From an optimization exercise on the open Yosys and OpenROAD flow, aimed at small area, a short achievable clock period and few clock cycles per item; shortcuts taken in it are not production practice. Only simulation tests tie the RTL to the original design; equivalence was not proved.

===== design/flow/config.mk =====
export PLATFORM = sky130hd
export DESIGN_NAME = ime_ks
export DESIGN_NICKNAME = ime_ks
export VERILOG_FILES = /design/flow/design.v
export SDC_FILE = /design/flow/constraint.sdc
export NUM_CORES = 8
export LEC_CHECK = 0
export ABC_CLOCK_PERIOD_IN_PS = 3500
export CAP_MARGIN = 20
export CORE_MARGIN = 2
export CORE_UTILIZATION = 40
export SETUP_SLACK_MARGIN = 4.5
export SLEW_MARGIN = 20

===== design/flow/constraint.sdc =====
create_clock -name core_clock -period 8.0 [get_ports {clk}]
set_input_delay 1.6000 -clock core_clock [delete_from_list [all_inputs] [get_ports {clk}]]
set_output_delay 1.6000 -clock core_clock [all_outputs]
set_load 0.01 [all_outputs]

===== design/flow/design.v =====
module ime_sbox_top (
  input  wire [7:0]  a,
  output wire [21:0] m
);
  wire U0 = a[7], U1 = a[6], U2 = a[5], U3 = a[4], U4 = a[3], U5 = a[2], U6 = a[1], U7 = a[0];
  wire T1, T2, T3, T4, T5, T6, T7, T8, T9, T10, T11, T12;
  wire T13, T14, T15, T16, T17, T18, T19, T20, T21, T22, T23, T24;
  wire T25, T26, T27, M1, M2, M3, M4, M5, M6, M7, M8, M9;
  wire M10, M11, M12, M13, M14, M15, M16, M17, M18, M19, M20, M21;
  wire M22, M23, M24, M25, M26, M27, M28, M29, M30, M31, M32, M33;
  wire M34, M35, M36, M37, M38, M39, M40;
  assign T1 = U0 ^ U3;
  assign T2 = U0 ^ U5;
  assign T3 = U0 ^ U6;
  assign T4 = U3 ^ U5;
  assign T5 = U4 ^ U6;
  assign T6 = T1 ^ T5;
  assign T7 = U1 ^ U2;
  assign T8 = U7 ^ T6;
  assign T9 = U7 ^ T7;
  assign T10 = T6 ^ T7;
  assign T11 = U1 ^ U5;
  assign T12 = U2 ^ U5;
  assign T13 = T3 ^ T4;
  assign T14 = T6 ^ T11;
  assign T15 = T5 ^ T11;
  assign T16 = T5 ^ T12;
  assign T17 = T9 ^ T16;
  assign T18 = U3 ^ U7;
  assign T19 = T7 ^ T18;
  assign T20 = T1 ^ T19;
  assign T21 = U6 ^ U7;
  assign T22 = T7 ^ T21;
  assign T23 = T2 ^ T22;
  assign T24 = T2 ^ T10;
  assign T25 = T20 ^ T17;
  assign T26 = T3 ^ T16;
  assign T27 = T1 ^ T12;
  assign M1 = T13 & T6;
  assign M2 = T23 & T8;
  assign M3 = T14 ^ M1;
  assign M4 = T19 & U7;
  assign M5 = M4 ^ M1;
  assign M6 = T3 & T16;
  assign M7 = T22 & T9;
  assign M8 = T26 ^ M6;
  assign M9 = T20 & T17;
  assign M10 = M9 ^ M6;
  assign M11 = T1 & T15;
  assign M12 = T4 & T27;
  assign M13 = M12 ^ M11;
  assign M14 = T2 & T10;
  assign M15 = M14 ^ M11;
  assign M16 = M3 ^ M2;
  assign M17 = M5 ^ T24;
  assign M18 = M8 ^ M7;
  assign M19 = M10 ^ M15;
  assign M20 = M16 ^ M13;
  assign M21 = M17 ^ M15;
  assign M22 = M18 ^ M13;
  assign M23 = M19 ^ T25;
  assign M24 = M22 ^ M23;
  assign M25 = M22 & M20;
  assign M26 = M21 ^ M25;
  assign M27 = M20 ^ M21;
  assign M28 = M23 ^ M25;
  assign M29 = M28 & M27;
  assign M30 = M26 & M24;
  assign M31 = M20 & M23;
  assign M32 = M27 & M31;
  assign M33 = M27 ^ M25;
  assign M34 = M21 & M22;
  assign M35 = M24 & M34;
  assign M36 = M24 ^ M25;
  assign M37 = M21 ^ M29;
  assign M38 = M32 ^ M33;
  assign M39 = M23 ^ M30;
  assign M40 = M35 ^ M36;
  assign m = {M37, M38, M39, M40, T1, T2, T3, T4, T6, T8, T9, T10, T13, T15, T16, T17, T19, T20, T22, T23, T27, U7};
endmodule
module ime_sbox_bot (
  input  wire [21:0] m,
  output wire [7:0]  y
);
  wire M37, M38, M39, M40, T1, T2, T3, T4, T6, T8, T9, T10, T13, T15, T16, T17, T19, T20, T22, T23, T27, U7;
  assign {M37, M38, M39, M40, T1, T2, T3, T4, T6, T8, T9, T10, T13, T15, T16, T17, T19, T20, T22, T23, T27, U7} = m;
  wire M41, M42, M43, M44, M45, M46, M47, M48, M49, M50, M51, M52;
  wire M53, M54, M55, M56, M57, M58, M59, M60, M61, M62, M63, L0;
  wire L1, L2, L3, L4, L5, L6, L7, L8, L9, L10, L11, L12;
  wire L13, L14, L15, L16, L17, L18, L19, L20, L21, L22, L23, L24;
  wire L25, L26, L27, L28, L29, S0, S1, S2, S3, S4, S5, S6;
  wire S7;
  assign M41 = M38 ^ M40;
  assign M42 = M37 ^ M39;
  assign M43 = M37 ^ M38;
  assign M44 = M39 ^ M40;
  assign M45 = M42 ^ M41;
  assign M46 = M44 & T6;
  assign M47 = M40 & T8;
  assign M48 = M39 & U7;
  assign M49 = M43 & T16;
  assign M50 = M38 & T9;
  assign M51 = M37 & T17;
  assign M52 = M42 & T15;
  assign M53 = M45 & T27;
  assign M54 = M41 & T10;
  assign M55 = M44 & T13;
  assign M56 = M40 & T23;
  assign M57 = M39 & T19;
  assign M58 = M43 & T3;
  assign M59 = M38 & T22;
  assign M60 = M37 & T20;
  assign M61 = M42 & T1;
  assign M62 = M45 & T4;
  assign M63 = M41 & T2;
  assign L0 = M61 ^ M62;
  assign L1 = M50 ^ M56;
  assign L2 = M46 ^ M48;
  assign L3 = M47 ^ M55;
  assign L4 = M54 ^ M58;
  assign L5 = M49 ^ M61;
  assign L6 = M62 ^ L5;
  assign L7 = M46 ^ L3;
  assign L8 = M51 ^ M59;
  assign L9 = M52 ^ M53;
  assign L10 = M53 ^ L4;
  assign L11 = M60 ^ L2;
  assign L12 = M48 ^ M51;
  assign L13 = M50 ^ L0;
  assign L14 = M52 ^ M61;
  assign L15 = M55 ^ L1;
  assign L16 = M56 ^ L0;
  assign L17 = M57 ^ L1;
  assign L18 = M58 ^ L8;
  assign L19 = M63 ^ L4;
  assign L20 = L0 ^ L1;
  assign L21 = L1 ^ L7;
  assign L22 = L3 ^ L12;
  assign L23 = L18 ^ L2;
  assign L24 = L15 ^ L9;
  assign L25 = L6 ^ L10;
  assign L26 = L7 ^ L9;
  assign L27 = L8 ^ L10;
  assign L28 = L11 ^ L14;
  assign L29 = L11 ^ L17;
  assign S0 = L6 ^ L24;
  assign S1 = ~(L16 ^ L26);
  assign S2 = ~(L19 ^ L28);
  assign S3 = L6 ^ L21;
  assign S4 = L20 ^ L22;
  assign S5 = L25 ^ L29;
  assign S6 = ~(L13 ^ L27);
  assign S7 = ~(L6 ^ L23);
  assign y = {S0, S1, S2, S3, S4, S5, S6, S7};
endmodule
module ime_ks (
  input  wire         clk,
  input  wire         rst,          
  input  wire         key_we,
  input  wire [2:0]   key_idx,
  input  wire [31:0]  key_wdata,
  input  wire         req_valid,
  output wire         req_ready,
  input  wire [15:0]  req_epoch,
  input  wire [2:0]   req_port,
  input  wire [28:0]  req_line,
  output wire         ks_valid,
  input  wire         ks_ready,
  output wire [1:0]   ks_blk,
  output wire [127:0] ks_data
);
  genvar g;
  reg [255:0] key;
  always @(posedge clk) begin
    if (key_we)
      key[255 - 32*key_idx -: 32] <= key_wdata;
  end
  function [7:0] xtime(input [7:0] b);
    xtime = {b[6:0], 1'b0} ^ (b[7] ? 8'h1b : 8'h00);
  endfunction
  function [31:0] mixcol(input [31:0] c);
    reg [7:0] a0, a1, a2, a3;
    begin
      a0 = c[31:24]; a1 = c[23:16]; a2 = c[15:8]; a3 = c[7:0];
      mixcol[31:24] = xtime(a0) ^ (xtime(a1) ^ a1) ^ a2 ^ a3;
      mixcol[23:16] = a0 ^ xtime(a1) ^ (xtime(a2) ^ a2) ^ a3;
      mixcol[15:8]  = a0 ^ a1 ^ xtime(a2) ^ (xtime(a3) ^ a3);
      mixcol[7:0]   = (xtime(a0) ^ a0) ^ a1 ^ a2 ^ xtime(a3);
    end
  endfunction
  function [127:0] mixcolumns(input [127:0] s);
    mixcolumns = {mixcol(s[127:96]), mixcol(s[95:64]), mixcol(s[63:32]), mixcol(s[31:0])};
  endfunction
  function [127:0] shiftrows(input [127:0] s);
    integer i;
    begin
      for (i = 0; i < 16; i = i + 1)
        shiftrows[127 - 8*i -: 8] = s[127 - 8*(((i/4 + i%4) % 4)*4 + i%4) -: 8];
    end
  endfunction
  function [127:0] kstep(input [127:0] old, input [31:0] t);
    reg [31:0] w0, w1, w2, w3;
    begin
      w0 = old[127:96] ^ t;
      w1 = old[95:64]  ^ w0;
      w2 = old[63:32]  ^ w1;
      w3 = old[31:0]   ^ w2;
      kstep = {w0, w1, w2, w3};
    end
  endfunction
  reg         wv;           
  reg  [4:0]  ph;           
  reg  [1:0]  wseq;         
  reg  [1:0]  hd, tl, nr;   
  reg  [1:0]  nb;           
  reg         fo_v;         
  reg  [1:0]  fo_b;         
  reg  [1:0]  fo_seq;       
  reg         ov;           
  reg  [1:0]  ob;
  reg         rdy;
  reg  [47:0] q0, q1;       
  reg  [127:0] e_odd, e_even;    
  reg  [87:0]  kmid;             
  reg  [127:0] r0a, r0b;
  reg  [351:0] r1a, r1b;
  reg  [127:0] outr;
  wire [351:0] m1a, m1b;
  wire [127:0] sb1, sb2;
  generate
    for (g = 0; g < 16; g = g + 1) begin : g_sbox
      ime_sbox_top u_t1 (.a(r0a[127 - 8*g -: 8]), .m(m1a[351 - 22*g -: 22]));
      ime_sbox_bot u_b1 (.m(r1a[351 - 22*g -: 22]), .y(sb1[127 - 8*g -: 8]));
      ime_sbox_top u_t2 (.a(r0b[127 - 8*g -: 8]), .m(m1b[351 - 22*g -: 22]));
      ime_sbox_bot u_b2 (.m(r1b[351 - 22*g -: 22]), .y(sb2[127 - 8*g -: 8]));
    end
  endgenerate
  wire [127:0] sr1 = shiftrows(sb1);
  wire [127:0] sr2 = shiftrows(sb2);
  wire [127:0] nxt_b = mixcolumns(sr1) ^ e_odd;     
  wire [127:0] nxt_a = mixcolumns(sr2) ^ e_even;    
  wire [127:0] fin   = sr2 ^ e_even;                
  wire [47:0]  qctr   = wseq[0] ? q1 : q0;
  wire         entry  = wv && (ph[4:2] == 3'd0);
  wire [127:0] newblk = {qctr ^ key[255:208], key[207:130], key[129:128] ^ ph[1:0]};
  always @(posedge clk) begin
    r0a <= entry ? newblk : nxt_a;
    r1a <= m1a;
    r0b <= nxt_b;
    r1b <= m1b;
  end
  wire [31:0] ksin = ph[1] ? {e_odd[23:0], e_odd[31:24]} : e_even[31:0];
  wire [87:0] kmid_n;
  wire [31:0] ksub;
  generate
    for (g = 0; g < 4; g = g + 1) begin : g_ksbox
      ime_sbox_top u_kt (.a(ksin[31 - 8*g -: 8]), .m(kmid_n[87 - 22*g -: 22]));
      ime_sbox_bot u_kb (.m(kmid[87 - 22*g -: 22]), .y(ksub[31 - 8*g -: 8]));
    end
  endgenerate
  wire [7:0]  rcon = 8'h01 << ph[4:2];
  wire [31:0] kt   = ph[1] ? (ksub ^ {rcon, 24'h0}) : ksub;
  wire        first = (ph[4:2] == 3'd0);
  always @(posedge clk) begin
    kmid <= kmid_n;
    if (wv && ph[1:0] == 2'd1)
      e_odd <= first ? key[127:0] : kstep(e_odd, kt);
    if (wv && ph[1:0] == 2'd3)
      e_even <= kstep(first ? key[255:128] : e_even, kt);
  end
  wire wdone  = wv && (ph == 5'd27);
  wire start  = (!wv || wdone) && (nr != tl);
  wire ofree  = !ov || ks_ready;
  wire match  = fo_v && (fo_seq == hd) && (fo_b == nb);
  wire take   = match && ofree;
  wire fail   = match && !ofree;
  wire retire = take && (fo_b == 2'd3);
  wire acc    = req_valid && rdy;
  wire [1:0] hd_n = retire ? hd + 2'd1 : hd;
  wire [1:0] tl_n = acc ? tl + 2'd1 : tl;
  reg  [1:0] nr_n;
  always @(*) begin
    nr_n = nr;
    if (start)
      nr_n = nr + 2'd1;
    if (fail)
      nr_n = (start && nr == hd) ? hd + 2'd1 : hd;
    if (retire && nr_n == hd)
      nr_n = hd + 2'd1;
  end
  always @(posedge clk) begin
    if (acc) begin
      if (tl[0]) q1 <= {req_epoch, req_port, req_line};
      else       q0 <= {req_epoch, req_port, req_line};
    end
    if (take)
      outr <= fin;
    if (start)
      wseq <= nr;
    if (take)
      ob <= fo_b;
  end
  always @(posedge clk) begin
    if (rst) begin
      wv   <= 1'b0;
      ph   <= 5'd0;
      hd   <= 2'd0;
      tl   <= 2'd0;
      nr   <= 2'd0;
      nb   <= 2'd0;
      fo_v <= 1'b0;
      ov   <= 1'b0;
      rdy  <= 1'b1;
    end else begin
      if (start) begin
        wv <= 1'b1;
        ph <= 5'd0;
      end else if (wdone) begin
        wv <= 1'b0;
      end else if (wv) begin
        ph <= ph + 5'd1;
      end
      if (wdone) begin
        fo_v   <= 1'b1;
        fo_b   <= 2'd0;
        fo_seq <= wseq;
      end else if (fo_v) begin
        fo_b <= fo_b + 2'd1;
        if (fo_b == 2'd3)
          fo_v <= 1'b0;
      end
      if (take) begin
        ov <= 1'b1;
        nb <= nb + 2'd1;
      end else if (ks_ready) begin
        ov <= 1'b0;
      end
      hd  <= hd_n;
      tl  <= tl_n;
      nr  <= nr_n;
      rdy <= (tl_n - hd_n) != 2'd2;
    end
  end
  assign req_ready = rdy;
  assign ks_valid  = ov;
  assign ks_blk    = ob;
  assign ks_data   = outr;
endmodule

===== design/flow/run.sh =====
#!/bin/bash
# synth_recipe.tcl (not shown) runs the flow's synth.tcl, then flattens the netlist and writes it again
# the make line also repeats each setting of config.mk as NAME=value (left out here)
make -C /OpenROAD-flow-scripts/flow DESIGN_CONFIG=/design/flow/config.mk WORK_HOME=/design/flow/orfs CLKGATE_MAP_FILE= SYNTH_SCRIPT=/design/flow/synth_recipe.tcl finish

==> reports/results.ini, run 1 <==
[placed_design]
gp_congestion = 0.990
preCtsSetupSlack_ns = 2.98
hpwl_um = 335000
port_buffers = 219

[timing]
setup_tns_ns = 0
tightest_slew_ns = 1.32
slew_violations = 0
fin_crit_ns = 3.58
rsz0062_at_grt = yes
finalSetupViolations = 0
fin_crit_sh_pct = 44.7
fin_skew_ns = 0.0842
fin_ws_ns = 4.42
max-slew-margin-rel_pct = 11.7
hold_viol = 0
max_freq_mhz = 279

[global_routing]
grt_util_all_layers_pct = 27.9
grt_pass1_wl_um = 590000
grt_start_max_net_pins = 139
antenna_found_initial = 45
grt_overflow = 0
grt_pass1_vias = 80800

[floorplanning]
core_area_um2 = 285000
initial_core_util_pct = 40.3
ios = 220
die_w_um = 540
die_area_um2 = 292000
num_rows = 196
die_h_um = 540

[outcome]
outcome = timing/DRC/antenna clean

[drt]
drt_iter0_drc = 9789
drc_errors = 0
via_per_inst = 5.46
wire_per_inst_um = 27.2
drtPass1Iterations = 5
wl_um = 423000
ant_nets = 0
dr_total_vias = 84800

[setup_path]
ff2ff_path_depth = 10
crit_required_ns = 8.62
crit-reg2reg-capture = r0a[16]$_DFF_P_
startpoint_type = primary input
cp_max_fo = 32
cp-end-kind = register
crit_type = in -> reg
r2r-start = r1b[219]$_DFF_P_
arrival_ns = 4.20
r2r_slack_ns = 4.47

[logic_synthesis]
syn_area_per_cell_um2 = 10.0
synth_enable_flop_cells = 744
ys_ff_latch = 1809
synth_top_family_by_area = XOR/XNOR gates
syn_nets = 11600
synth_ff_type = dfxtp_1
yosys-top-cells-area = xnor2_1 (20%), edfxtp_1 (19%), dfxtp_1 (19%), xor2_1 (10%), mux2i_1 (3.2%)
synthMuxAreaShare_pct = 3.85
synthCells = 11400
syn_area_um2 = 115000
synth_async_sr_flop_share_pct = 0
synthSimpleGateAreaFrac_pct = 8.91
synthAdderAreaFrac_pct = 1.19
synth_xor_area_share_pct = 35.0
synth_top_area_share_pct = 19.9
synth.distinct_cells = 97
yosysTopAreaCell = xnor2_1
seq_area_frac_synth_pct = 38.0
yosys_warnings = 1
synth_compound_area_share_pct = 9.98

[cells_and_area]
final_common_cell = xnor2_1
layout-drive-gt1-share_pct = 11.5
final_cell_mix = xnor2_1 (2,374), xor2_1 (1,212), dfxtp_1 (932), nand2_1 (920), edfxtp_1 (744)
syn2layout_area_growth_pct = 15.9
fin_nets = 11700

[clocking]
clkSinkCount = 1809
tritoncts = built
clockBufferDepth = 4
htreeDepth = 4
cts_inserted_buffers = 208
clkSlewWorstSetupHoldPaths_ns = 0.06
insertion_delay_ns = 0.93
cts-root-buf = clkbuf_16

[min_path]
min_to = r1a[220]$_DFF_P_
hold_path.class = reg -> reg
hold_start = r0a[80]$_DFF_P_
holdPathStages = 0

[run]
maxCapViolCount = 0

-- final cells by class --
| cell class | count | area, µm² |
|---|---|---|
| flip-flops and latches | 1809 | 43900 |
| diodes | 37 | 92.6 |
| fillers | 26400 | 152000 |
| clock inverters | 110 | 1320 |
| repair buffers | 405 | 3900 |
| inverters | 379 | 1430 |
| well taps | 3762 | 4710 |
| clock buffers | 277 | 6020 |
| multi-input cells | 8750 | 71900 |
-- cell families after synthesis --
family / after synthesis
AOI/OAI and AO/OA: 1826
DFF: 1809
xor gates and xnor gates: 4198
muxes: 434
and+or+nand+nor: 2175
adders and majority gates: 116
buffers and inverters: 884
-- stage by stage --
stage                     instance area [µm²]  hold slack, ns  utilization (%)  std cells
final                                  133000           0.420             46.7      15500
after detailed placement               121000           0.409             42.4      15000
after global routing                   133000           0.436             46.6      15500
after floorplan                        115000           0.329                -      11400
after global placement                 121000           0.410             42.4      15000
after CTS                              131000           0.416             45.9      15500
-- routing by layer --
| metal | wire length [µm] | global-route usage, % | share of wire [%] | up-vias |
|---|---|---|---|---|
| li1 | - | - | - | 38600 |
| met4 | 25000 | 13.8 | 5.9 | 20 |
| met2 | 181000 | 42.2 | 43 | 3712 |
| met3 | 39700 | 6.25 | 9.4 | 809 |
| met5 | 176 | 0 | 0.042 | - |
| met1 | 176000 | 37.5 | 42 | 41700 |
-- registers in the layout, indices dropped and copies added (netlist names), 5 cells and up --
name	flops
r1a	352
r1b	352
key	256
e_even	128
e_odd	128
outr	128
r0a	128
r0b	128
kmid	88
q0	48
q1	48
ph	5
-- what timing repair did --
| item | CTS | global route |
|---|---|---|
| setup buffers | 24 | 32 |
| pin swaps | 29 | 27 |
| hold buffers | 0 | 0 |
| endpoints found under the setup margin | 657 | 502 |
| gates cloned | 2 | 2 |
| gates resized for setup | 442 | 293 |
-- worst max-delay path, cell delays in order --
cell and delay, ns:
clkdlybuf4s50_1 0.67, ha_2 0.55, and2_1 0.27, nand2_2 0.63, a22o_1 0.46
-- how the worst max path moves through the flow --
stage | from | end | slack [ns] | depth (start not counted)
floorplan | ks_ready | rdy$_SDFF_PP1_ | 3.49 | 7
global placement | key_idx[0] | key[153]$_DFFE_PP_ | 3.01 | 8
detailed placement | key_idx[0] | key[137]$_DFFE_PP_ | 2.98 | 8
CTS | r1a[326]$_DFF_P_ | r0b[10]$_DFF_P_ | 4.34 | 9
global route | ph[1]$_SDFFE_PP0P_ | kmid[40]$_DFF_P_ | 4.44 | 11
finish | key_idx[2] | key[101]$_DFFE_PP_ | 4.42 | 5
-- Yosys cell counts (38+ instances only) --
master    count
nor3_1      110
mux2i_1     373
a21boi_0     73
dfxtp_1    1065
a211oi_1     38
buf_2       100
nor2b_1     265
nand2b_1    149
o22ai_1     107
buf_1        42
clkbuf_1    340
xnor3_1     142
edfxtp_1    744
nand3_1      83
o21ai_0     494
xnor2_1    2610
a21oi_1     536
ha_1         84
a22o_1      167
nand2_1     928
a22oi_1      71
nor2_1      412
xor2_1     1316
inv_1       377
xnor2_2      53
mux2_2       56
nor3b_1      63
a21o_1       38
a31oi_1      43
Testbench counts, summed over its fixed seeds: cycles 10,808, items 384.
==> run 2: changes to the inputs <==
==> design/flow/config.mk (replaced) <==
export PLATFORM = sky130hd
export DESIGN_NAME = ime_ks
export DESIGN_NICKNAME = ime_ks
export VERILOG_FILES = /design/flow/design.v
export SDC_FILE = /design/flow/constraint.sdc
export NUM_CORES = 8
export LEC_CHECK = 0
export CAP_MARGIN = 20
export CORE_MARGIN = 2
export CORE_UTILIZATION = 40
export SLEW_MARGIN = 20
==> run 2 against run 1 <==
Still clean on timing, DRC and antenna. Critical path depth grew 4. Register-to-register slack lost 0.79 ns. Final cell count shrank 0.47%. Critical endpoint is now kmid[63]$_DFF_P_. Highest routed layer unchanged.
==> reports/results.ini, run 2 <==
[global_routing]
antenna_found_initial = 59  ; was 45
grt_util_all_layers_pct = 27.4  ; was 27.9%
grt_start_max_net_pins = 150  ; was 139
grt_pass1_vias = 80000  ; was 80,800
grt_overflow = 0  ; unchanged
grt_pass1_wl_um = 580000  ; was 590,000 µm

[logic_synthesis]
ys_ff_latch = 1809  ; unchanged
synthCells = 11400  ; unchanged
synth_most_common_cell = xnor2_1  ; unchanged
syn_area_um2 = 115000  ; unchanged
seq_area_frac_synth_pct = 38.0  ; unchanged
yosys-top-cells-area = xnor2_1 (20%), edfxtp_1 (19%), dfxtp_1 (19%), xor2_1 (10%), mux2i_1 (3.2%)  ; unchanged
syn_area_per_cell_um2 = 10.0  ; unchanged
synthTopCellsByCount = xnor2_1 (2,610), xor2_1 (1,316), dfxtp_1 (1,065)  ; unchanged
synth_top_area_share_pct = 19.9  ; unchanged
syn_nets = 11600  ; unchanged
synth_enable_flop_cells = 744  ; unchanged
yosysTopAreaCell = xnor2_1  ; unchanged
yosys_warnings = 1  ; unchanged
synth_async_sr_flop_share_pct = 0  ; unchanged
synth.distinct_cells = 97  ; unchanged
synth_ff_type = dfxtp_1  ; unchanged

[clocking]
clkSlewWorstSetupHoldPaths_ns = 0.06  ; about the same
insertion_delay_ns = 0.96  ; was 0.93 ns
tritoncts = built  ; unchanged
clkSinkCount = 1809  ; unchanged
cts_setup_buffers = 0  ; was 24
htreeDepth = 4  ; unchanged
clockBufferDepth = 4  ; unchanged
cts_resized = 0  ; was 442
cts_inserted_buffers = 208  ; unchanged
postCtsHoldBufs = 0  ; unchanged
cts-root-buf = clkbuf_16  ; unchanged

[setup_path]
ff2ff_path_depth = 9  ; was 10
cp_max_fo = 33  ; was 32
slowest_stage = inv_2  ; was clkdlybuf4s50_1
slowest_delay_ns = 0.79  ; was 0.67 ns
arrival_ns = 5.14  ; was 4.20 ns
cp-end-kind = register  ; unchanged
crit_type = reg -> reg  ; was in -> reg
startpoint_type = register  ; was primary input
crit_required_ns = 8.82  ; was 8.62 ns
crit_path_cell_trace = inv_2 -> mux2i_1 -> xor2_1 -> xor2_1 -> ha_1 -> xnor3_1 -> xor2_1 -> nor2_1 -> a211o_1  ; was clkdlybuf4s50_1 -> ha_2 -> and2_1 -> nand2_2 -> a22o_1
crit_path_frequent_cell = xor2_1

[timing]
setup_tns_ns = 0  ; unchanged
slew_violations = 0  ; unchanged
finalSetupViolations = 0  ; unchanged
worst_hold_slack_ns = 0.406  ; was 0.420 ns
tightest_slew_ns = 1.21  ; was 1.32 ns
max_freq_mhz = 231  ; was 279 MHz
rsz0062_at_grt = no  ; was yes
fin_crit_sh_pct = 54.0  ; was 44.7%
max-slew-margin-rel_pct = 18.6  ; was 11.7%
fin_crit_ns = 4.32  ; was 3.58 ns
hold_viol = 0  ; unchanged
fin_skew_ns = 0.122  ; was 0.0842 ns

[run]
maxCapViolCount = 0  ; unchanged

[drt]
drt_iter0_drc = 9330  ; was 9,789
via_per_inst = 5.44  ; was 5.46
dr_total_vias = 84000  ; was 84,800
wl_um = 414000  ; was 423,000 µm
drc_errors = 0  ; unchanged
ant_nets = 0  ; unchanged
wire_per_inst_um = 26.8  ; was 27.2 µm
drtPass1Iterations = 5  ; unchanged

[cells_and_area]
syn2layout_area_growth_pct = 11.6  ; was 15.9%
final_cell_mix = xnor2_1 (2,593), xor2_1 (1,316), dfxtp_1 (1,065), nand2_1 (922), edfxtp_1 (744)  ; was xnor2_1 (2,374), xor2_1 (1,212), dfxtp_1 (932), nand2_1 (920), edfxtp_1 (744)
fin_nets = 11700  ; about the same
final_common_cell = xnor2_1  ; unchanged
instances_no_fill = 15500  ; about the same
fin_util_pct = 44.9  ; was 46.7%
layout-drive-gt1-share_pct = 6.18  ; was 11.5%
reg_top3 = r1a: 352 flops, r1b: 352 flops, key: 256 flops  ; unchanged
fill_cells = 26600  ; was 26,400

[floorplanning]
core_area_um2 = 285000  ; unchanged
die_area_um2 = 292000  ; unchanged
die_h_um = 540  ; unchanged
ios = 220  ; unchanged
initial_core_util_pct = 40.3  ; unchanged
die_w_um = 540  ; unchanged
num_rows = 196  ; unchanged

[min_path]
hold_path.class = reg -> reg  ; unchanged
holdPathStages = 0  ; unchanged

[placed_design]
hpwl_um = 332000  ; was 335,000 µm
port_buffers = 219  ; unchanged
gp_congestion = 1.00  ; was 0.990
placed_cells = 15000  ; about the same

[outcome]
outcome = timing/DRC/antenna clean  ; unchanged

-- run 2: cell counts after synthesis --
No cell type changed its count.
-- run 2: layout make-up --
type | count | area [µm²] | share of cell area (%)
Clock buffer | 263 | 5750 | 4.49
Timing Repair Buffer | 335 | 3090 | 2.41
Multi-Input combinational cell | 8749 | 68000 | 53.0
Tap cell | 3762 | 4710 | 3.67
Clock inverter | 120 | 1590 | 1.24
Sequential cell | 1809 | 43700 | 34.0
Antenna cell | 39 | 97.6 | 0.0761
Inverter | 379 | 1430 | 1.11
-- run 2: path summary, 6_finish.rpt --
kind	end	start	slack, ns
worst min register to register	r1b[110]$_DFF_P_	r0b[40]$_DFF_P_	0.41
worst max-delay path	kmid[63]$_DFF_P_	ph[1]$_SDFFE_PP0P_	3.68
worst min-delay path	r1b[110]$_DFF_P_	r0b[40]$_DFF_P_	0.41
worst max register to register	kmid[63]$_DFF_P_	ph[1]$_SDFFE_PP0P_	3.68
-- run 2: cells by family (layout without fill, tap and decap cells) --
family	Yosys count	count (layout)	share of synthesized area [%]
buffers and inverters	884	1097	3.08
multiplexers	434	434	3.85
AND/OR/NAND/NOR	2175	2175	8.91
other	0	39	0
XOR/XNOR	4198	4198	35.0
AO/OA/AOI/OAI	1826	1826	9.98
flip-flops	1809	1809	38.0
adder cells (fa/ha/maj)	116	116	1.19
-- run 2: routing by layer --
metal,wire [µm],global-route usage (%),vias to the layer above
li1,-,-,38400
met1,171000,36.1,41100
met2,178000,41.5,3713
met3,40700,6.62,754
met4,24400,14.3,38
met5,272,0,-
-- run 2: critical path: cells and delay by family (launching register included) --
family,cells,cell delay [ns]
flip-flops,1,0.31
AND/OR/NAND/NOR,1,0.15
multiplexers,1,0.70
AO/OA/AOI/OAI,1,0.33
adder cells (fa/ha/maj),1,0.27
buffers and inverters,1,0.79
XOR/XNOR,4,1.63
-- run 2: per-stage QoR --
stage / setup WS (ns) / instance area [µm²]
after floorplan: 1.85 / 115000
after global placement: 3.12 / 121000
after detailed placement: 3.05 / 121000
after CTS: 3.70 / 128000
after global routing: 3.42 / 128000
final: 3.68 / 128000
==> run 3: changes to the inputs <==
--- a/design/flow/config.mk
+++ b/design/flow/config.mk
@@ -5,7 +5,10 @@
 export SDC_FILE = /design/flow/constraint.sdc
 export NUM_CORES = 8
 export LEC_CHECK = 0
+export ABC_AREA = 1
+export ABC_CLOCK_PERIOD_IN_PS = 3000
 export CAP_MARGIN = 20
 export CORE_MARGIN = 2
 export CORE_UTILIZATION = 40
+export SETUP_SLACK_MARGIN = 5
 export SLEW_MARGIN = 20
==> run 3 against run 2 <==
Still clean. Synthesized area grew 4.8%. Non-clock buffer count rose by 334. Utilization grew 5.3 points. Largest cell class unchanged.
==> reports/results.ini, run 3 <==
[setup_path]
r2r-start = e_even[22]$_DFFE_PP_  ; was ph[1]$_SDFFE_PP0P_
startpoint_type = register  ; unchanged
crit_family = XOR/XNOR gates  ; unchanged
crit_type = reg -> reg  ; unchanged
slowest_delay_ns = 0.48  ; was 0.79 ns
r2r_slack_ns = 4.71  ; was 3.68 ns
cp_max_fo = 6  ; was 33
ff2ff_path_depth = 14  ; was 9
crit_required_ns = 8.81  ; was 8.82 ns
crit-reg2reg-capture = kmid[63]$_DFF_P_  ; unchanged
cp-end-kind = register  ; unchanged
arrival_ns = 4.10  ; was 5.14 ns
crit_path_cell_trace = inv_1 -> o21ai_4 -> xnor2_4 -> xor2_2 -> xor2_2 -> xor2_1 -> ha_1 -> xnor2_2 -> xor2_1 -> xnor2_2 -> buf_4 -> nand3_2 -> nand2_2 -> inv_1  ; was inv_2 -> mux2i_1 -> xor2_1 -> xor2_1 -> ha_1 -> xnor3_1 -> xor2_1 -> nor2_1 -> a211o_1
cp_num_buf_inv = 3  ; was 1
slowest_stage = edfxtp_1  ; was inv_2

[logic_synthesis]
synth.distinct_cells = 49  ; was 97
synth_top_family_by_area = simple AND/OR/NAND/NOR gates  ; was XOR/XNOR gates
synth_async_sr_flop_share_pct = 0  ; unchanged
yosys-top-cells-area = nand2_1 (22%), edfxtp_1 (19%), dfxtp_1 (18%), xor2_1 (12%), xnor2_1 (8.6%)  ; was xnor2_1 (20%), edfxtp_1 (19%), dfxtp_1 (19%), xor2_1 (10%), mux2i_1 (3.2%)
seq_area_frac_synth_pct = 36.2  ; was 38.0%
synth_xor_area_share_pct = 21.4  ; was 35.0%
ys_ff_latch = 1809  ; unchanged
syn_nets = 17100  ; was 11,600
yosys_warnings = 1  ; unchanged
synthTopCellsByCount = nand2_1 (7,042), inv_1 (1,950), xor2_1 (1,585)  ; was xnor2_1 (2,610), xor2_1 (1,316), dfxtp_1 (1,065)
synthCells = 16900  ; was 11,400
syn_area_per_cell_um2 = 7.12  ; was 10.0 µm²
synth_top_area_share_pct = 21.9  ; was 19.9%
synthMuxAreaShare_pct = 0.382  ; was 3.85%
synth_enable_flop_cells = 744  ; unchanged
synth_compound_area_share_pct = 3.56  ; was 9.98%
synthSimpleGateAreaFrac_pct = 30.8  ; was 8.91%
synthAdderAreaFrac_pct = 0.872  ; was 1.19%
synth_most_common_cell = nand2_1  ; was xnor2_1
syn_area_um2 = 120000  ; was 115,000 µm²
yosysTopAreaCell = nand2_1  ; was xnor2_1
synth_ff_type = dfxtp_1  ; unchanged

[global_routing]
grt_overflow = 0  ; unchanged
antenna_found_initial = 70  ; was 59
grt_util_all_layers_pct = 32.1  ; was 27.4%
grt_pass1_vias = 101000  ; was 80,000
grt_start_max_net_pins = 163  ; was 150
grt_pass1_wl_um = 709000  ; was 580,000 µm

[timing]
fin_crit_sh_pct = 41.1  ; was 54.0%
fin_skew_ns = 0.104  ; was 0.122 ns
tightest_slew_ns = 1.30  ; was 1.21 ns
hold_viol = 0  ; unchanged
setup_tns_ns = 0  ; unchanged
finalSetupViolations = 0  ; unchanged
fin_ws_ns = 4.71  ; was 3.68 ns
fin_crit_ns = 3.29  ; was 4.32 ns
rsz0062_at_grt = yes  ; was no
max-slew-margin-rel_pct = 12.9  ; was 18.6%
max_freq_mhz = 304  ; was 231 MHz
slew_violations = 0  ; unchanged

[floorplanning]
die_w_um = 553  ; was 540 µm
initial_core_util_pct = 40.2  ; was 40.3%
core_area_um2 = 300000  ; was 285,000 µm²
num_rows = 201  ; was 196
ios = 220  ; unchanged
die_h_um = 553  ; was 540 µm
die_area_um2 = 306000  ; was 292,000 µm²

[clocking]
insertion_delay_ns = 0.99  ; was 0.96 ns
clkSlewWorstSetupHoldPaths_ns = 0.06  ; about the same
clockBufferDepth = 4  ; unchanged
cts-root-buf = clkbuf_16  ; unchanged
cts_inserted_buffers = 208  ; unchanged
clkSinkCount = 1809  ; unchanged
tritoncts = built  ; unchanged
htreeDepth = 4  ; unchanged
postCtsHoldBufs = 0  ; unchanged

[placed_design]
port_buffers = 219  ; unchanged
hpwl_um = 411000  ; was 332,000 µm
gp_congestion = 1.07  ; was 1.00
preCtsSetupSlack_ns = 2.02  ; was 3.05 ns

[run]
maxCapViolCount = 0  ; unchanged

[cells_and_area]
fill_cells = 28900  ; was 26,600
final_cell_mix = nand2_1 (6,536), inv_1 (1,890), xor2_1 (1,218), nand3_1 (1,194), dfxtp_1 (932)  ; was xnor2_1 (2,593), xor2_1 (1,316), dfxtp_1 (1,065), nand2_1 (922), edfxtp_1 (744)
multi_input_area_um2 = 80500  ; was 68,000 µm²
layout-drive-gt1-share_pct = 16.0  ; was 6.18%
seqCellArea_um2 = 43900  ; was 43,700 µm²
syn2layout_area_growth_pct = 25.0  ; was 11.6%
final_common_cell = nand2_1  ; was xnor2_1
reg_top3 = r1a: 352 flops, r1b: 352 flops, key: 256 flops  ; unchanged
fin_nets = 17800  ; was 11,700

[drt]
drc_errors = 0  ; unchanged
ant_nets = 0  ; unchanged
dr_total_vias = 114000  ; was 84,000
drtPass1Iterations = 8  ; was 5
wire_per_inst_um = 23.7  ; was 26.8 µm
drt_iter0_drc = 14100  ; was 9,330
via_per_inst = 5.21  ; was 5.44
top_layer = met5  ; unchanged
wl_um = 519000  ; was 414,000 µm
met3_length_um = 62600  ; was 40,700 µm
wirelength_met1_um = 206000  ; was 171,000 µm
wl_met2_um = 209000  ; was 178,000 µm

[min_path]
hold_start = r0b[24]$_DFF_P_  ; was r0b[40]$_DFF_P_
holdPathStages = 0  ; unchanged
hold_path.class = reg -> reg  ; unchanged
min_to = r1b[66]$_DFF_P_  ; was r1b[110]$_DFF_P_

[outcome]
outcome = timing/DRC/antenna clean  ; unchanged

[run 3: per-layer routing]
layer / GRT usage [%] / vias to the layer above
li1: - / 53800
met1: 42.5 / 53400
met2: 45.2 / 5813
met3: 8.93 / 1110
met4: 21.6 / 20
met5: 0 / -
[run 3: worst reg2reg max path: stages, from the launching register on]
cell      delay [ns]
edfxtp_1        0.48
inv_1           0.24
o21ai_4         0.33
xnor2_4         0.18
xor2_2          0.23
xor2_2          0.19
xor2_1          0.23
ha_1            0.29
xnor2_2         0.14
xor2_1          0.19
xnor2_2         0.29
buf_4           0.18
nand3_2         0.08
nand2_2         0.07
inv_1           0.04
[run 3: how the worst max path moves through the flow]
| stage | start | to | slack [ns] | cells after the start |
|---|---|---|---|---|
| 2_1_floorplan | ks_ready | rdy$_SDFF_PP1_ | 3.45 | 10 |
| 3_3_place_gp | key_idx[2] | key[200]$_DFFE_PP_ | 2.04 | 9 |
| 3_5_place_dp | key_idx[1] | key[213]$_DFFE_PP_ | 2.02 | 10 |
| 4_1_cts | r1a[240]$_DFF_P_ | r0b[105]$_DFF_P_ | 4.74 | 16 |
| 5_1_grt | e_even[21]$_DFFE_PP_ | kmid[64]$_DFF_P_ | 4.65 | 15 |
| 6_report | e_even[22]$_DFFE_PP_ | kmid[63]$_DFF_P_ | 4.71 | 14 |
[run 3: final cells by class]
| class | instances | area share (%) |
|---|---|---|
| Inverter | 1962 | 4.99 |
| Timing Repair Buffer | 669 | 4.20 |
| Clock inverter | 110 | 0.827 |
| Multi-Input combinational cell | 13000 | 53.5 |
| Antenna cell | 117 | 0.194 |
| Sequential cell | 1809 | 29.1 |
| Timing Repair inverter | 2 | 0.0116 |
| Clock buffer | 278 | 3.89 |
| Tap cell | 3958 | 3.29 |
[run 3: cells by family after synthesis]
group / count (synthesis)
AOI/OAI and AO/OA: 794
xor gates and xnor gates: 2849
adders and majority gates: 84
buffers and inverters: 2140
DFF: 1809
muxes: 46
and+or+nand+nor: 9211
[run 3: timing repair]
action | CTS | global route
gates cloned | 10 | 10
setup buffers | 175 | 205
pin swaps | 129 | 238
endpoints found under the setup margin | 828 | 787
resized for setup | 1387 | 1328
[run 3: per-stage QoR]
| step | hold slack (ns) | utilization [%] | std cells | instance area (µm²) |
|---|---|---|---|---|
| after floorplan | 0.362 | - | 16900 | 122000 |
| after global placement | 0.369 | 42.8 | 21000 | 128000 |
| after detailed placement | 0.382 | 42.8 | 21000 | 128000 |
| after CTS | 0.392 | 47.2 | 21600 | 141000 |
| after global routing | 0.398 | 50.2 | 21900 | 150000 |
| final | 0.381 | 50.2 | 21900 | 151000 |
==> run 4: changes to the inputs <==
--- a/design/flow/config.mk
+++ b/design/flow/config.mk
@@ -5,7 +5,6 @@
 export SDC_FILE = /design/flow/constraint.sdc
 export NUM_CORES = 8
 export LEC_CHECK = 0
-export ABC_AREA = 1
 export ABC_CLOCK_PERIOD_IN_PS = 3000
 export CAP_MARGIN = 20
 export CORE_MARGIN = 2
==> run 4 against run 3 <==
Critical path depth down 13. Cell area is 0.77% lower. Final cell count is 26% lower. Register-to-register slack gained 0.19 ns. Global-route usage is 3.4 points lower. Critical endpoint is now ks_data[12]. Largest cell class unchanged. Highest routed layer unchanged.
==> reports/results.ini, run 4 <==
[placed_design]
gp_congestion = 1.00  ; was 1.07
dpl_cell_area_um2 = 121000  ; was 128,000 µm²
hpwl_um = 331000  ; was 411,000 µm
port_buffers = 219  ; unchanged
placed_cells = 15000  ; was 21,000

[setup_path]
cp_max_fo = 1  ; was 6
crit_family = flip-flops  ; was XOR/XNOR gates
slowest_delay_ns = 0.46  ; was 0.48 ns
crit_required_ns = 6.40  ; was 8.81 ns
startpoint_type = register  ; unchanged
arrival_ns = 1.57  ; was 4.10 ns
cp-end-kind = output port  ; was register
worstSetupStartpoint = outr[12]$_DFFE_PP_  ; was e_even[22]$_DFFE_PP_
crit_type = reg -> out  ; was reg -> reg
r2r-start = r1b[108]$_DFF_P_  ; was e_even[22]$_DFFE_PP_
crit_path_cell_trace = buf_2  ; was inv_1 -> o21ai_4 -> xnor2_4 -> xor2_2 -> xor2_2 -> xor2_1 -> ha_1 -> xnor2_2 -> xor2_1 -> xnor2_2 -> buf_4 -> nand3_2 -> nand2_2 -> inv_1
slowest_stage = edfxtp_1  ; unchanged
cp_num_buf_inv = 1  ; was 3

[floorplanning]
initial_core_util_pct = 40.3  ; was 40.2%
die_area_um2 = 292000  ; was 306,000 µm²
die_w_um = 540  ; was 553 µm
core_area_um2 = 285000  ; was 300,000 µm²
ios = 220  ; unchanged
num_rows = 196  ; was 201
die_h_um = 540  ; was 553 µm

[cells_and_area]
fin_nets = 12500  ; was 17,800
final_common_cell = xnor2_1  ; was nand2_1
layout-drive-gt1-share_pct = 26.8  ; was 16.0%
fin_util_pct = 52.3  ; was 50.2%
stdcell_area_um2 = 149000  ; was 151,000 µm²
final_cell_mix = xnor2_1 (1,843), xor2_1 (991), nand2_1 (917), buf_4 (798), dfxtp_1 (796)  ; was nand2_1 (6,536), inv_1 (1,890), xor2_1 (1,218), nand3_1 (1,194), dfxtp_1 (932)
instances_no_fill = 16300  ; was 21,900
reg_top3 = r1a: 352 flops, r1b: 352 flops, key: 256 flops  ; unchanged
syn2layout_area_growth_pct = 30.0  ; was 25.0%
fill_cells = 24500  ; was 28,900

[timing]
max-slew-margin-rel_pct = 24.6  ; was 12.9%
max_freq_mhz = 315  ; was 304 MHz
fin_crit_ns = 3.17  ; was 3.29 ns
fin_skew_ns = 0.0700  ; was 0.104 ns
hold_viol = 0  ; unchanged
slew_violations = 0  ; unchanged
setup_tns_ns = 0  ; unchanged
tightest_slew_ns = 1.13  ; was 1.30 ns
finalSetupViolations = 0  ; unchanged
rsz0062_at_grt = yes  ; unchanged
fin_crit_sh_pct = 39.6  ; was 41.1%

[min_path]
hold_path.class = reg -> reg  ; unchanged
hold_start = r0b[24]$_DFF_P_  ; unchanged

[clocking]
htreeDepth = 4  ; unchanged
tritoncts = built  ; unchanged
clkSlewWorstSetupHoldPaths_ns = 0.06  ; about the same
insertion_delay_ns = 0.93  ; was 0.99 ns
postCtsHoldBufs = 0  ; unchanged
cts_inserted_buffers = 205  ; was 208
cts-root-buf = clkbuf_16  ; unchanged
clkSinkCount = 1809  ; unchanged
clockBufferDepth = 4  ; unchanged

[logic_synthesis]
synthTopCellsByCount = xnor2_1 (2,610), xor2_1 (1,316), dfxtp_1 (1,065)  ; was nand2_1 (7,042), inv_1 (1,950), xor2_1 (1,585)
yosys-top-cells-area = xnor2_1 (20%), edfxtp_1 (19%), dfxtp_1 (19%), xor2_1 (10%), mux2i_1 (3.2%)  ; was nand2_1 (22%), edfxtp_1 (19%), dfxtp_1 (18%), xor2_1 (12%), xnor2_1 (8.6%)
synthCells = 11400  ; was 16,900
syn_area_per_cell_um2 = 10.0  ; was 7.12 µm²
syn_nets = 11600  ; was 17,100
syn_area_um2 = 115000  ; was 120,000 µm²
ys_ff_latch = 1809  ; unchanged
yosysTopAreaCell = xnor2_1  ; was nand2_1
yosys_warnings = 1  ; unchanged
synth_top_area_share_pct = 19.9  ; was 21.9%
synth_most_common_cell = xnor2_1  ; was nand2_1
seq_area_frac_synth_pct = 38.0  ; was 36.2%
synth_async_sr_flop_share_pct = 0  ; unchanged
synth.distinct_cells = 97  ; was 49
synth_enable_flop_cells = 744  ; unchanged
synth_ff_type = dfxtp_1  ; unchanged

[drt]
via_per_inst = 5.50  ; was 5.21
drc_errors = 0  ; unchanged
wl_um = 443000  ; was 519,000 µm
dr_total_vias = 89500  ; was 114,000
ant_nets = 0  ; unchanged
drtPass1Iterations = 7  ; was 8
wire_per_inst_um = 27.2  ; was 23.7 µm
drt_iter0_drc = 10200  ; was 14,100

[run]
maxCapViolCount = 0  ; unchanged

[global_routing]
antenna_found_initial = 75  ; was 70
grt_overflow = 0  ; unchanged
grt_util_all_layers_pct = 28.7  ; was 32.1%
grt_pass1_wl_um = 607000  ; was 709,000 µm
grt_pass1_vias = 83600  ; was 101,000
grt_start_max_net_pins = 198  ; was 163

[outcome]
outcome = timing/DRC/antenna clean  ; unchanged

-- run 4: cell types whose count changed in the layout (fill, tap and decap cells not counted), moves of 227 or more --
cell	before	now
nand3_1	1194	81
xor2_1	1218	991
xnor2_2	253	597
inv_1	1890	373
xnor2_1	875	1843
nand2_1	6536	917
buf_4	344	798
nor2b_1	0	231
a21oi_1	50	494
nand2_2	335	4
mux2i_1	41	332
-- run 4: layer usage --
metal | GRT usage (%) | share of wire [%] | vias up | wire length [µm]
met5 | 0 | 0.089 | - | 394
met4 | 16.3 | 7.0 | 58 | 31000
met3 | 8.26 | 11 | 1017 | 49500
met2 | 42.9 | 43 | 4359 | 189000
met1 | 37.0 | 39 | 44100 | 172000
li1 | - | - | 39900 | -
-- run 4: kinds of logic after synthesis --
| group | count (synthesis) | share of synthesized area [%] |
|---|---|---|
| adders and majority gates | 116 | 1.19 |
| AOI/OAI and AO/OA | 1826 | 9.98 |
| DFF | 1809 | 38.0 |
| xor gates and xnor gates | 4198 | 35.0 |
| muxes | 434 | 3.85 |
| and+or+nand+nor | 2175 | 8.91 |
| buffers and inverters | 884 | 3.08 |
-- run 4: repair_timing --
item,4_1_cts,5_1_grt
hold endpoints to repair,0,0
endpoints found under the setup margin,1153,783
gates cloned,7,3
resized for setup,1964,937
pin swaps,301,410
buffers inserted,377,421
-- run 4: metrics by stage --
stage	setup WS [ns]	hold slack [ns]
6_report	4.83	0.434
4_1_cts	4.78	0.438
5_1_grt	4.79	0.444
2_1_floorplan	3.47	0.329
3_5_place_dp	2.77	0.402
3_3_place_gp	2.79	0.405
-- run 4: path summary, 6_finish.rpt --
check                                       end  slack [ns]  cells past startpoint
worst max-delay path                ks_data[12]        4.83                      1
worst min-delay path            r1b[66]$_DFF_P_        0.43                      0
worst max register to register  r0a[15]$_DFF_P_        4.90                     11
worst min register to register  r1b[66]$_DFF_P_        0.43                      0
-- run 4: cell type report --
cell class	count	area [µm²]	area share, %
inverters	379	1430	0.959
well taps	3762	4710	3.15
clock inverters	94	1170	0.786
repair buffers	1141	9740	6.52
diodes	39	97.6	0.0653
flip-flops and latches	1809	44400	29.7
multi-input cells	8755	82000	54.9
clock buffers	289	5910	3.96
==> run 5: changes to the inputs <==
--- a/design/flow/config.mk
+++ b/design/flow/config.mk
@@ -8,6 +8,6 @@
 export ABC_CLOCK_PERIOD_IN_PS = 3000
 export CAP_MARGIN = 20
 export CORE_MARGIN = 2
-export CORE_UTILIZATION = 40
+export CORE_UTILIZATION = 60
 export SETUP_SLACK_MARGIN = 5
 export SLEW_MARGIN = 20
==> run 5 against run 4 <==
Still clean. Via count rose by 1.8%. Clock skew down 0.031 ns. Cell area down 0.71%. Critical path type is now reg -> reg.
==> reports/results.ini, run 5 <==
[logic_synthesis]
synth_async_sr_flop_share_pct = 0  ; unchanged
synth_top_area_share_pct = 19.9  ; unchanged
syn_area_per_cell_um2 = 10.0  ; unchanged
yosys_warnings = 1  ; unchanged
yosysTopAreaCell = xnor2_1  ; unchanged
syn_nets = 11600  ; unchanged
syn_area_um2 = 115000  ; unchanged
synth.distinct_cells = 97  ; unchanged
yosys-top-cells-area = xnor2_1 (20%), edfxtp_1 (19%), dfxtp_1 (19%), xor2_1 (10%), mux2i_1 (3.2%)  ; unchanged
ys_ff_latch = 1809  ; unchanged
synthTopCellsByCount = xnor2_1 (2,610), xor2_1 (1,316), dfxtp_1 (1,065)  ; unchanged
synth_most_common_cell = xnor2_1  ; unchanged
synth_enable_flop_cells = 744  ; unchanged
synthCells = 11400  ; unchanged
seq_area_frac_synth_pct = 38.0  ; unchanged
synth_ff_type = dfxtp_1  ; unchanged

[clocking]
htreeDepth = 4  ; unchanged
postCtsHoldBufs = 0  ; unchanged
cts-root-buf = clkbuf_16  ; unchanged
insertion_delay_ns = 0.87  ; was 0.93 ns
clkSlewWorstSetupHoldPaths_ns = 0.06  ; about the same
tritoncts = built  ; unchanged
cts_inserted_buffers = 193  ; was 205
clockBufferDepth = 3  ; was 4
clkSinkCount = 1809  ; unchanged

[drt]
dr_total_vias = 91100  ; was 89,500
wl_um = 431000  ; was 443,000 µm
drt_iter0_drc = 10400  ; was 10,200
drc_errors = 0  ; unchanged
ant_nets = 0  ; unchanged
via_per_inst = 6.05  ; was 5.50
wire_per_inst_um = 28.6  ; was 27.2 µm
drtPass1Iterations = 9  ; was 7

[timing]
slew_violations = 0  ; unchanged
hold_viol = 0  ; unchanged
fin_crit_sh_pct = 40.7  ; was 39.6%
tightest_slew_ns = 1.22  ; was 1.13 ns
max_freq_mhz = 307  ; was 315 MHz
max-slew-margin-rel_pct = 18.1  ; was 24.6%
rsz0062_at_grt = yes  ; unchanged
fin_crit_ns = 3.26  ; was 3.17 ns
finalSetupViolations = 0  ; unchanged
setup_tns_ns = 0  ; unchanged
fin_skew_ns = 0.0391  ; was 0.0700 ns

[cells_and_area]
reg_top3 = r1a: 352 flops, r1b: 352 flops, key: 256 flops  ; unchanged
final_common_cell = xnor2_1  ; unchanged
layout-drive-gt1-share_pct = 27.6  ; was 26.8%
stdcell_area_um2 = 148000  ; was 149,000 µm²
final_cell_mix = xnor2_1 (1,822), xor2_1 (968), nand2_1 (916), buf_4 (843), dfxtp_1 (813)  ; was xnor2_1 (1,843), xor2_1 (991), nand2_1 (917), buf_4 (798), dfxtp_1 (796)
fin_nets = 12500  ; about the same
fin_util_pct = 78.0  ; was 52.3%
syn2layout_area_growth_pct = 29.1  ; was 30.0%

[outcome]
outcome = timing/DRC/antenna clean  ; unchanged

[placed_design]
dpl_cell_area_um2 = 120000  ; was 121,000 µm²
gp_congestion = 1.04  ; was 1.00
port_buffers = 219  ; unchanged
hpwl_um = 313000  ; was 331,000 µm

[floorplanning]
ios = 220  ; unchanged
num_rows = 160  ; was 196
initial_core_util_pct = 60.4  ; was 40.3%
die_area_um2 = 195000  ; was 292,000 µm²
die_h_um = 442  ; was 540 µm
core_area_um2 = 190000  ; was 285,000 µm²
die_w_um = 442  ; was 540 µm

[global_routing]
grt_start_max_net_pins = 145  ; was 198
grt_pass1_vias = 83300  ; was 83,600
grt_overflow = 0  ; unchanged
grt_pass1_wl_um = 582000  ; was 607,000 µm
grt_util_all_layers_pct = 41.1  ; was 28.7%
antenna_found_initial = 51  ; was 75

[setup_path]
cp_max_fo = 7  ; was 1
cp-end-kind = register  ; was output port
startpoint_type = register  ; unchanged
crit_required_ns = 8.77  ; was 6.40 ns
arrival_ns = 4.03  ; was 1.57 ns
crit_type = reg -> reg  ; was reg -> out

[min_path]
hold_path.class = reg -> reg  ; unchanged

[run]
maxCapViolCount = 0  ; unchanged

## run 5: cell types whose count changed in the layout (fill, tap and decap cells not counted), sizes merged, moves of 2 or more
cell      change
buf          +64
bufinv        -2
clkbuf       -19
clkinv        -3
clkinvlp     +11
diode         -8
inv           -4
## run 5: worst paths after layout
path	end	start	cells after the start	slack [ns]
worst max-delay path	r0b[20]$_DFF_P_	r1a[216]$_DFF_P_	9	4.74
worst min-delay path	r1a[0]$_DFF_P_	r0a[0]$_DFF_P_	0	0.43
worst max register to register	r0b[20]$_DFF_P_	r1a[216]$_DFF_P_	9	4.74
worst min register to register	r1a[0]$_DFF_P_	r0a[0]$_DFF_P_	0	0.43
## run 5: critical path, cell delays in order, from the launching register on
cell     delay, ns
dfxtp_4       0.39
xor2_4        0.21
or3_4         0.39
a31oi_4       0.22
xnor3_2       0.31
buf_4         0.15
xor2_1        0.63
xnor2_1       0.26
xnor2_1       0.33
buf_4         0.26
## run 5: repair_timing
item | CTS | global route
buffers inserted | 390 | 498
gates resized for setup | 1987 | 971
endpoints found under the setup margin | 1022 | 779
gates cloned | 5 | 5
pin swaps | 348 | 491
## run 5: cell type report
class / instances / area (µm²)
multi-input combinational: 8754 / 82400
sequential: 1809 / 44300
fill: 12000 / 41800
timing repair buffer: 1209 / 10300
clock buffer: 266 / 5620
tap: 2511 / 3140
inverter: 379 / 1440
clock inverter: 96 / 1060
antenna: 31 / 77.6
## run 5: metrics by stage
step | hold slack, ns | worst slack, ns | instances
floorplan | 0.329 | 3.47 | 11400
global placement | 0.403 | 2.91 | 13800
detailed placement | 0.403 | 2.87 | 13800
CTS | 0.432 | 4.86 | 14500
global route | 0.436 | 4.66 | 15000
finish | 0.427 | 4.74 | 15100
## run 5: cells by family after synthesis
kind of cell             synth area share (%)
AO/OA/AOI/OAI                            9.98
XOR/XNOR                                 35.0
adder cells (fa/ha/maj)                  1.19
buffers and inverters                    3.08
flip-flops                               38.0
multiplexers                             3.85
AND/OR/NAND/NOR                          8.91
## run 5: metal layers
metal	up-vias	global-route usage, %	share of wire (%)	wire length, µm
li1	40000	-	-	-
met1	44500	52.0	36	156000
met2	5200	60.7	43	184000
met3	1319	13.5	13	54200
met4	44	25.7	8.4	36300
met5	-	0.122	0.099	425
==> run 6: changes to the inputs <==
--- a/design/flow/design.v
+++ b/design/flow/design.v
@@ -1,6 +1,6 @@
 module ime_sbox_top (
   input  wire [7:0]  a,
-  output wire [21:0] m
+  output wire [11:0] m
 );
   wire U0 = a[7], U1 = a[6], U2 = a[5], U3 = a[4], U4 = a[3], U5 = a[2], U6 = a[1], U7 = a[0];
   wire T1, T2, T3, T4, T5, T6, T7, T8, T9, T10, T11, T12;
@@ -76,14 +76,25 @@
   assign M38 = M32 ^ M33;
   assign M39 = M23 ^ M30;
   assign M40 = M35 ^ M36;
-  assign m = {M37, M38, M39, M40, T1, T2, T3, T4, T6, T8, T9, T10, T13, T15, T16, T17, T19, T20, T22, T23, T27, U7};
+  assign m = {M37, M38, M39, M40, T1, T2, T3, T6, T8, T9, T16, T20};
 endmodule
 module ime_sbox_bot (
-  input  wire [21:0] m,
+  input  wire [11:0] m,
   output wire [7:0]  y
 );
-  wire M37, M38, M39, M40, T1, T2, T3, T4, T6, T8, T9, T10, T13, T15, T16, T17, T19, T20, T22, T23, T27, U7;
-  assign {M37, M38, M39, M40, T1, T2, T3, T4, T6, T8, T9, T10, T13, T15, T16, T17, T19, T20, T22, T23, T27, U7} = m;
+  wire M37, M38, M39, M40, T1, T2, T3, T6, T8, T9, T16, T20;
+  assign {M37, M38, M39, M40, T1, T2, T3, T6, T8, T9, T16, T20} = m;
+  wire T4, T10, T13, T27, T15, T17, T19, T22, T23, U7;
+  assign T4 = T1 ^ T2;
+  assign T10 = T8 ^ T9;
+  assign T13 = T4 ^ T3;
+  assign T27 = T6 ^ T16;
+  assign T15 = T10 ^ T27;
+  assign T17 = T9 ^ T16;
+  assign T19 = T1 ^ T20;
+  assign T22 = T3 ^ T20;
+  assign T23 = T22 ^ T2;
+  assign U7 = T6 ^ T8;
   wire M41, M42, M43, M44, M45, M46, M47, M48, M49, M50, M51, M52;
   wire M53, M54, M55, M56, M57, M58, M59, M60, M61, M62, M63, L0;
   wire L1, L2, L3, L4, L5, L6, L7, L8, L9, L10, L11, L12;
@@ -221,18 +232,18 @@
   reg         rdy;
   reg  [47:0] q0, q1;       
   reg  [127:0] e_odd, e_even;    
-  reg  [87:0]  kmid;             
+  reg  [47:0]  kmid;             
   reg  [127:0] r0a, r0b;
-  reg  [351:0] r1a, r1b;
+  reg  [191:0] r1a, r1b;
   reg  [127:0] outr;
-  wire [351:0] m1a, m1b;
+  wire [191:0] m1a, m1b;
   wire [127:0] sb1, sb2;
   generate
     for (g = 0; g < 16; g = g + 1) begin : g_sbox
-      ime_sbox_top u_t1 (.a(r0a[127 - 8*g -: 8]), .m(m1a[351 - 22*g -: 22]));
-      ime_sbox_bot u_b1 (.m(r1a[351 - 22*g -: 22]), .y(sb1[127 - 8*g -: 8]));
-      ime_sbox_top u_t2 (.a(r0b[127 - 8*g -: 8]), .m(m1b[351 - 22*g -: 22]));
-      ime_sbox_bot u_b2 (.m(r1b[351 - 22*g -: 22]), .y(sb2[127 - 8*g -: 8]));
+      ime_sbox_top u_t1 (.a(r0a[127 - 8*g -: 8]), .m(m1a[191 - 12*g -: 12]));
+      ime_sbox_bot u_b1 (.m(r1a[191 - 12*g -: 12]), .y(sb1[127 - 8*g -: 8]));
+      ime_sbox_top u_t2 (.a(r0b[127 - 8*g -: 8]), .m(m1b[191 - 12*g -: 12]));
+      ime_sbox_bot u_b2 (.m(r1b[191 - 12*g -: 12]), .y(sb2[127 - 8*g -: 8]));
     end
   endgenerate
   wire [127:0] sr1 = shiftrows(sb1);
@@ -250,12 +261,12 @@
     r1b <= m1b;
   end
   wire [31:0] ksin = ph[1] ? {e_odd[23:0], e_odd[31:24]} : e_even[31:0];
-  wire [87:0] kmid_n;
+  wire [47:0] kmid_n;
   wire [31:0] ksub;
   generate
     for (g = 0; g < 4; g = g + 1) begin : g_ksbox
-      ime_sbox_top u_kt (.a(ksin[31 - 8*g -: 8]), .m(kmid_n[87 - 22*g -: 22]));
-      ime_sbox_bot u_kb (.m(kmid[87 - 22*g -: 22]), .y(ksub[31 - 8*g -: 8]));
+      ime_sbox_top u_kt (.a(ksin[31 - 8*g -: 8]), .m(kmid_n[47 - 12*g -: 12]));
+      ime_sbox_bot u_kb (.m(kmid[47 - 12*g -: 12]), .y(ksub[31 - 8*g -: 8]));
     end
   endgenerate
   wire [7:0]  rcon = 8'h01 << ph[4:2];
@@ -293,8 +304,6 @@
       if (tl[0]) q1 <= {req_epoch, req_port, req_line};
       else       q0 <= {req_epoch, req_port, req_line};
     end
-    if (take)
-      outr <= fin;
     if (start)
       wseq <= nr;
     if (take)
@@ -341,6 +350,9 @@
       rdy <= (tl_n - hd_n) != 2'd2;
     end
   end
+  always @(posedge clk) begin
+    outr <= outr ^ ({128{take}} & (fin ^ outr));
+  end
   assign req_ready = rdy;
   assign ks_valid  = ov;
   assign ks_blk    = ob;
--- a/design/flow/config.mk
+++ b/design/flow/config.mk
@@ -8,6 +8,6 @@
 export ABC_CLOCK_PERIOD_IN_PS = 3000
 export CAP_MARGIN = 20
 export CORE_MARGIN = 2
-export CORE_UTILIZATION = 60
+export CORE_UTILIZATION = 40
 export SETUP_SLACK_MARGIN = 5
 export SLEW_MARGIN = 20
==> run 6 against run 5 <==
Still clean. Count of clock-buffer cells in the layout down 23. Fmax down 0.68%. Non-clock buffer count is 144 higher. Cell area fell by 1.3%. Register-to-register slack got worse by 0.02 ns. Routed wire length shrank 2.2%. Flip-flop and latch count is 360 lower. Synthesized area fell by 5.4%. Synthesized cell count down 4.1%. Die area rose by 41%. Largest cell class unchanged. Highest routed layer unchanged.
==> reports/results.ini, run 6 <==
[logic_synthesis]
synth_top_family_by_area = XOR/XNOR gates  ; unchanged
synthMuxAreaShare_pct = 3.65  ; was 3.85%
yosys_warnings = 1  ; unchanged

[drt]
ant_nets = 0  ; unchanged
wl_um = 421000  ; was 431,000 µm
drtPass1Iterations = 6  ; was 9
dr_total_vias = 85800  ; was 91,100

[clocking]
insertion_delay_ns = 0.93  ; was 0.87 ns
clockBufferDepth = 4  ; was 3

[setup_path]
crit_path_cell_trace = xnor2_4 -> or3_4 -> a31oi_4 -> xnor3_2 -> buf_12 -> xor2_4 -> xnor2_2 -> xnor3_2 -> xnor2_4 -> mux2_4  ; was xor2_4 -> or3_4 -> a31oi_4 -> xnor3_2 -> buf_4 -> xor2_1 -> xnor2_1 -> xnor2_1 -> buf_4
slowest_stage = or3_4  ; was xor2_1
cp_max_fo = 7  ; unchanged
timing.critical_path.to = r0a[76]$_DFF_P_  ; was r0b[20]$_DFF_P_
worstSetupStartpoint = r1b[82]$_DFF_P_  ; was r1a[216]$_DFF_P_
cp-end-kind = register  ; unchanged
crit_required_ns = 8.74  ; was 8.77 ns

[cells_and_area]
multi_input_area_um2 = 85300  ; was 82,400 µm²
seqCellArea_um2 = 37500  ; was 44,300 µm²
fill_cells = 22500  ; was 12,000
layout-drive-gt1-share_pct = 32.2  ; was 27.6%
regMostFlops = key
final_common_cell = xnor2_1  ; unchanged

[global_routing]
grt_overflow = 0  ; unchanged

[floorplanning]
num_rows = 191  ; was 160
die_h_um = 525  ; was 442 µm
ios = 220  ; unchanged

[timing]
finalSetupViolations = 0  ; unchanged
max_freq_mhz = 305  ; was 307 MHz
slew_violations = 0  ; unchanged

[placed_design]
port_buffers = 219  ; unchanged

[outcome]
outcome = timing/DRC/antenna clean  ; unchanged

==> run 6: layout make-up <==
type,instances,area share (%)
repair buffers,1353,8.08
well taps,3570,3.05
clock buffers,243,3.51
inverters,307,0.813
multi-input cells,8654,58.3
clock inverters,86,0.576
flip-flops and latches,1449,25.6
diodes,26,0.0445
==> run 6: worst register-to-register path, delay by kind of cell (launching register included) <==
family,cells,cell delay (ns)
AND/OR/NAND/NOR,1,0.38
multiplexers,1,0.31
buffers and inverters,1,0.17
AO/OA/AOI/OAI,1,0.22
XOR/XNOR,6,1.67
flip-flops,1,0.36
==> run 6: timing repair <==
| item | in CTS | in global routing |
|---|---|---|
| pin swaps | 538 | 528 |
| gates cloned | 12 | 5 |
| setup buffers | 565 | 475 |
| resized for setup | 2439 | 1042 |
| setup endpoints to repair | 1154 | 658 |
==> run 6: metal layers <==
layer	track usage, %	share of wire (%)	vias to the layer above
met3	8.95	12	943
met1	37.0	39	42400
met2	42.5	43	4209
li1	-	-	38200
met5	0	0.022	-
met4	15.5	6.4	14
==> run 6: worst min-delay path by stage <==
stage                     endpoint  slack, ns  cells past startpoint
5_1_grt        fo_seq[1]$_DFFE_PP_       0.48                      0
4_1_cts        fo_seq[1]$_DFFE_PP_       0.47                      0
2_1_floorplan  fo_seq[1]$_DFFE_PP_       0.40                      0
6_report       fo_seq[1]$_DFFE_PP_       0.46                      0
3_5_place_dp   fo_seq[1]$_DFFE_PP_       0.47                      0
3_3_place_gp   fo_seq[1]$_DFFE_PP_       0.41                      0
==> run 6: cells by family (layout without fill, tap and decap cells) <==
group	Yosys count	count (layout)
xor+xnor	4482	4483
flops	1449	1449
buf+inv	874	1989
fa+ha+maj	104	104
simple gates	2182	2189
mux	386	386
compound gates	1492	1492
other cells	0	26
==> run 6: through the flow <==
stage / setup WS, ns / area (µm²)
4_1_cts: 4.77 / 136000
3_5_place_dp: 3.01 / 115000
5_1_grt: 4.71 / 146000
2_1_floorplan: 3.14 / 110000
6_report: 4.72 / 146000
3_3_place_gp: 3.06 / 115000
Testbench counts of run 6, summed over its fixed seeds: cycles 10,808, items 384.

## re-timing with driven ports
The results above use ideal ports. As a check the final layouts listed here were re-extracted and re-timed, cells and wires unchanged. Step 1 (the two cells are an assumption about what drives the block):
set clk [get_ports {clk}]
set_driving_cell -lib_cell sky130_fd_sc_hd__clkbuf_16 $clk
set_driving_cell -lib_cell sky130_fd_sc_hd__buf_2 [delete_from_list [all_inputs] $clk]
Step 2 adds t to the input delays and takes it off the output delays; t is the mean of the earliest and latest rising clock arrival at the registers after step 1. Input paths then give back, and output paths get back, about the clock's delay inside the block. Slacks: ideal ports / drivers / drivers and shift; pairs: ideal ports / drivers.
run	t, ns	setup WS [ns]	pins driven straight from the clock port
run 1	0.987	4.421 / 4.442 / 3.467	1
run 2	1.000	3.678 / 3.678 / 2.793	1
run 3	1.044	4.708 / 4.708 / 3.877	1
run 4	0.998	4.830 / 4.724 / 3.994	1
run 5	0.943	4.743 / 4.743 / 4.091	1
run 6	0.962	4.721 / 4.721 / 4.054	1
After both steps every run listed still meets setup and hold. The setup slack of run 1, which loses most, moves by +0.021 ns with the drivers and by -0.954 ns with both steps.
